From an optimization exercise on the open Yosys and OpenROAD flow, aimed at small area, a short achievable clock period and few clock cycles per item; shortcuts taken in it are not production practice.
At most, simulation tests tie the RTL to the original design; equivalence was not proved.

==> build 69 <==
## cmac_aes128
module cmac_aes128 (
  input  wire         clk,
  input  wire         rst,         
  input  wire         in_valid,
  input  wire         in_key,
  input  wire         in_last,
  input  wire [4:0]   in_len,
  input  wire [127:0] in_data,
  output wire         in_ready,
  output reg          tag_valid,
  output wire [127:0] tag
);
  function [7:0] xtime;
    input [7:0] b;
    xtime = {b[6:0], 1'b0} ^ (b[7] ? 8'h1b : 8'h00);
  endfunction
  function [127:0] dbl;
    input [127:0] x;
    dbl = {x[126:0], 1'b0} ^ (x[127] ? 128'h87 : 128'h0);
  endfunction
  function [7:0] rcon;
    input [3:0] r;
    case (r)
      4'd1:    rcon = 8'h01;
      4'd2:    rcon = 8'h02;
      4'd3:    rcon = 8'h04;
      4'd4:    rcon = 8'h08;
      4'd5:    rcon = 8'h10;
      4'd6:    rcon = 8'h20;
      4'd7:    rcon = 8'h40;
      4'd8:    rcon = 8'h80;
      4'd9:    rcon = 8'h1b;
      4'd10:   rcon = 8'h36;
      default: rcon = 8'h00;
    endcase
  endfunction
  function [31:0] mix_col;
  ...
==> module cmac_aes128, before the edit <==
module cmac_aes128 (
  input  wire         clk,
  input  wire         rst,         
  input  wire         in_valid,
  input  wire         in_key,
  input  wire         in_last,
  input  wire [4:0]   in_len,
  input  wire [127:0] in_data,
  output wire         in_ready,
  output reg          tag_valid,
  output wire [127:0] tag
);
  function [7:0] xtime;
    input [7:0] b;
    xtime = {b[6:0], 1'b0} ^ (b[7] ? 8'h1b : 8'h00);
  endfunction
  function [127:0] dbl;
    input [127:0] x;
    dbl = {x[126:0], 1'b0} ^ (x[127] ? 128'h87 : 128'h0);
  endfunction
  function [7:0] rcon;
    input [3:0] r;
    case (r)
      4'd1:    rcon = 8'h01;
      4'd2:    rcon = 8'h02;
      4'd3:    rcon = 8'h04;
      4'd4:    rcon = 8'h08;
      4'd5:    rcon = 8'h10;
      4'd6:    rcon = 8'h20;
      4'd7:    rcon = 8'h40;
      4'd8:    rcon = 8'h80;
      4'd9:    rcon = 8'h1b;
      4'd10:   rcon = 8'h36;
      default: rcon = 8'h00;
    endcase
  endfunction
  function [31:0] mix_col;
    input [31:0] c;
    reg [7:0] a0, a1, a2, a3, t;
    begin
      a0 = c[31:24];
      a1 = c[23:16];
      a2 = c[15:8];
      a3 = c[7:0];
      t  = a0 ^ a1 ^ a2 ^ a3;
      mix_col = {a0 ^ t ^ xtime(a0 ^ a1),
                 a1 ^ t ^ xtime(a1 ^ a2),
                 a2 ^ t ^ xtime(a2 ^ a3),
                 a3 ^ t ^ xtime(a3 ^ a0)};
    end
  endfunction
  reg         busy;        
  reg         job_key;     
  reg         job_last;    
  reg         in_msg;      
  reg [3:0]   round;       
  reg [127:0] u;           
  reg [127:0] rk;          
  reg [127:0] key;         
  reg [127:0] lk;          
  wire final_round = (round == 4'd10);
  assign in_ready = !busy || (final_round && !job_last && !job_key);
  wire take = in_valid && in_ready;
  assign tag = u;
  wire [127:0] x = u ^ rk;    
  wire [127:0] sb;
  wire [31:0]  ksb;
  genvar gi;
  generate
    for (gi = 0; gi < 16; gi = gi + 1) begin : g_sbox
      aes_sbox u_sbox (
        .a(x[127-8*((gi % 4) + 4*(((gi / 4) + (gi % 4)) % 4)) -: 8]),
        .y(sb[127-8*gi -: 8]));
    end
    for (gi = 0; gi < 4; gi = gi + 1) begin : g_ksbox
      aes_sbox u_sbox (.a(rk[31-8*((gi + 1) % 4) -: 8]), .y(ksb[31-8*gi -: 8]));
    end
  endgenerate
  wire [31:0] nw0 = rk[127:96] ^ ksb ^ {rcon(round), 24'h0};
  wire [31:0] nw1 = rk[95:64] ^ nw0;
  wire [31:0] nw2 = rk[63:32] ^ nw1;
  wire [31:0] nw3 = rk[31:0]  ^ nw2;
  wire [127:0] krn = {nw0, nw1, nw2, nw3};
  wire [127:0] mc = {mix_col(sb[127:96]), mix_col(sb[95:64]),
                     mix_col(sb[63:32]),  mix_col(sb[31:0])};
  wire [127:0] fin = sb ^ krn;    
  wire [127:0] k1 = dbl(lk);
  wire [127:0] k2 = dbl(k1);
  reg [127:0] padded;
  integer bi;
  always @(*) begin
    for (bi = 0; bi < 16; bi = bi + 1) begin
      if (bi < in_len)
        padded[127-8*bi -: 8] = in_data[127-8*bi -: 8];
      else if (bi == in_len)
        padded[127-8*bi -: 8] = 8'h80;
      else
        padded[127-8*bi -: 8] = 8'h00;
    end
  end
  wire [127:0] blk = in_key             ? 128'h0 :
                     !in_last           ? in_data :
                     (in_len == 5'd16)  ? in_data ^ k1 :
                                          padded ^ k2;
  wire [127:0] base = busy   ? fin :
                      in_msg ? u : 128'h0;
  always @(posedge clk) begin
    if (busy && !final_round)
      u <= mc;
    else if (busy || take)
      u <= base ^ (take ? blk : 128'h0);
    rk <= take ? (in_key ? in_data : key) : krn;
    if (take && in_key)
      key <= in_data;
    if (busy && final_round && job_key)
      lk <= fin;
  end
  always @(posedge clk) begin
    if (rst) begin
      busy      <= 1'b0;
      job_key   <= 1'b0;
      job_last  <= 1'b0;
      in_msg    <= 1'b0;
      round     <= 4'd0;
      tag_valid <= 1'b0;
    end else begin
      tag_valid <= busy && final_round && job_last;
      if (take) begin
        busy     <= 1'b1;
        round    <= 4'd1;
        job_key  <= in_key;
        job_last <= !in_key && in_last;
        in_msg   <= !in_key && !in_last;
      end else if (busy) begin
        round <= round + 4'd1;
        if (final_round)
          busy <= 1'b0;
      end
    end
  end
endmodule
make LEC_CHECK=0 CAP_MARGIN=40 CELL_PAD_IN_SITES_DETAIL_PLACEMENT=2 CELL_PAD_IN_SITES_GLOBAL_PLACEMENT=2 CORE_MARGIN=2 CORE_UTILIZATION=30 SLEW_MARGIN=40 finish   # period 10.0 ns
run.sh (not shown) runs the stock make flow with config.mk's settings and CLKGATE_MAP_FILE= SYNTH_SCRIPT=/design/flow/synth_recipe.tcl, a recipe that flattens the netlist after the stock synthesis.
==> build 49: changes against build 69 <==
--- a/flow/design.v
+++ b/flow/design.v
@@ -237,11 +237,12 @@
       aes_sbox u_sbox (.a(rk[31-8*((gi + 1) % 4) -: 8]), .y(ksb[31-8*gi -: 8]));
     end
   endgenerate
-  wire [31:0] nw0 = rk[127:96] ^ ksb ^ {rcon(round), 24'h0};
-  wire [31:0] nw1 = rk[95:64] ^ nw0;
-  wire [31:0] nw2 = rk[63:32] ^ nw1;
-  wire [31:0] nw3 = rk[31:0]  ^ nw2;
-  wire [127:0] krn = {nw0, nw1, nw2, nw3};
+  wire [31:0] kt  = ksb ^ {rcon(round), 24'h0};
+  wire [31:0] pw0 = rk[127:96];
+  wire [31:0] pw1 = pw0 ^ rk[95:64];
+  wire [31:0] pw2 = pw1 ^ rk[63:32];
+  wire [31:0] pw3 = pw2 ^ rk[31:0];
+  wire [127:0] krn = {pw0 ^ kt, pw1 ^ kt, pw2 ^ kt, pw3 ^ kt};
   wire [127:0] mc = {mix_col(sb[127:96]), mix_col(sb[95:64]),
                      mix_col(sb[63:32]),  mix_col(sb[31:0])};
   wire [127:0] fin = sb ^ krn;    
==> flow/flow/run.sh (new file) <==
#!/bin/bash
# Layout flow: the standard layout (standard.sh, ORFS from synthesis to
# the final layout) with one change: a copy of ORFS's scripts folder in which
# the ABC script of the synthesis's technology mapping is flow/abc.script, an
# area-oriented mapping (ORFS's own scripts restructure the XOR-rich AES
# logic into much larger NAND networks). Every other step, setting and script
# is the standard flow's. make's output goes to flow.log, and each ORFS step
# writes its own log under orfs/logs/.
set -euo pipefail
cd "$(dirname "$0")/.."
W=$(pwd)
rm -rf "$W/scripts"
cp -r "$FLOW_HOME/scripts" "$W/scripts"
cp "$W/flow/abc.script" "$W/scripts/abc_area.script"
cp "$W/flow/abc.script" "$W/scripts/abc_speed.script"
bash "$W/standard.sh" SCRIPTS_DIR="$W/scripts" finish > "$W/flow.log" 2>&1
==> flow/flow/abc.script (new file) <==
&get -n
&st
&dch
&nf -R 1000
&put
topo
stime -c
buffer -c
upsize -c
dnsize -c
==> flow/standard.sh (new file) <==
#!/bin/bash
# synth_recipe.tcl (not shown) runs the flow's synth.tcl, then flattens the netlist and writes it again
# the make line also repeats each setting of config.mk as NAME=value (left out here)
make -C /OpenROAD-flow-scripts/flow DESIGN_CONFIG=/design/flow/config.mk WORK_HOME=/design/flow/orfs CLKGATE_MAP_FILE= SYNTH_SCRIPT=/design/flow/synth_recipe.tcl "${@:-finish}"
==> flow/config.mk (replaced) <==
export PLATFORM = sky130hd
export DESIGN_NAME = cmac_aes128
export DESIGN_NICKNAME = cmac_aes128
export VERILOG_FILES = /design/flow/design.v
export SDC_FILE = /design/flow/constraint.sdc
export NUM_CORES = 4
export LEC_CHECK = 0
export ABC_AREA = 1
export CAP_MARGIN = 20
export CORE_MARGIN = 2
export CORE_UTILIZATION = 50
export SETUP_SLACK_MARGIN = 4
export SLEW_MARGIN = 20
removed: flow/run.sh
==> comparison table <==
metric	build 49	build 69
Max_slew headroom	12.38%	33.15%
NonClk Buf Share	10.78%	6.027%
Aggregate global-route resource usage	37.04%	32.34%
Clock buffer cells	100	97
Maximum number of pins on one net before global-route repair	132	85
Share of the yosys chip area belonging to registers	27.68%	19.46%
Multi-In Gates	4840	7646
Number of well-tap cells placed	1368	3202
Run status	timing/DRC/antenna clean	timing/DRC/antenna clean
Met2 routed wirelength	94450 um	189900 um
Area inside the core boundary	102000 um2	243200 um2
HP Start	key[62]$_DFFE_PP_	job_key$_SDFFE_PP0P_
Testbench counts of build 49, summed over its fixed seeds: cycles 59,744, messages 960.
For build 69, only the layout was checked, not whether the RTL still works.

## re-timing with driven ports
How much do the figures lean on ideal ports? The routed layouts below were timed once more, with nothing changed but the port constraints. Step 1 sets driving cells, clkbuf_16 on the clock port and buf_2 on the other inputs (assumed; they add their load-dependent delay and slew). Step 2 times the ports against the registers' clock, not the clock port: input delays grow and output delays shrink by t, the midpoint of the rising clock arrivals with the driver on. a / b / c = no drivers / after step 1 / after step 2; a / b = the first two.
| run | t, ns | slack for setup (ns) | clock arrival spread, ns |
|---|---|---|---|
| build 69 | 0.782 | 1.284 / 1.284 / 1.284 | 0.045 / 0.045 |
| build 49 | 0.724 | 3.844 / 3.844 / 3.544 | 0.036 / 0.037 |
After both steps every run listed still meets setup and hold. The setup slack of build 49, which loses most, moves by 0.000 ns with the drivers and by -0.300 ns with both steps.
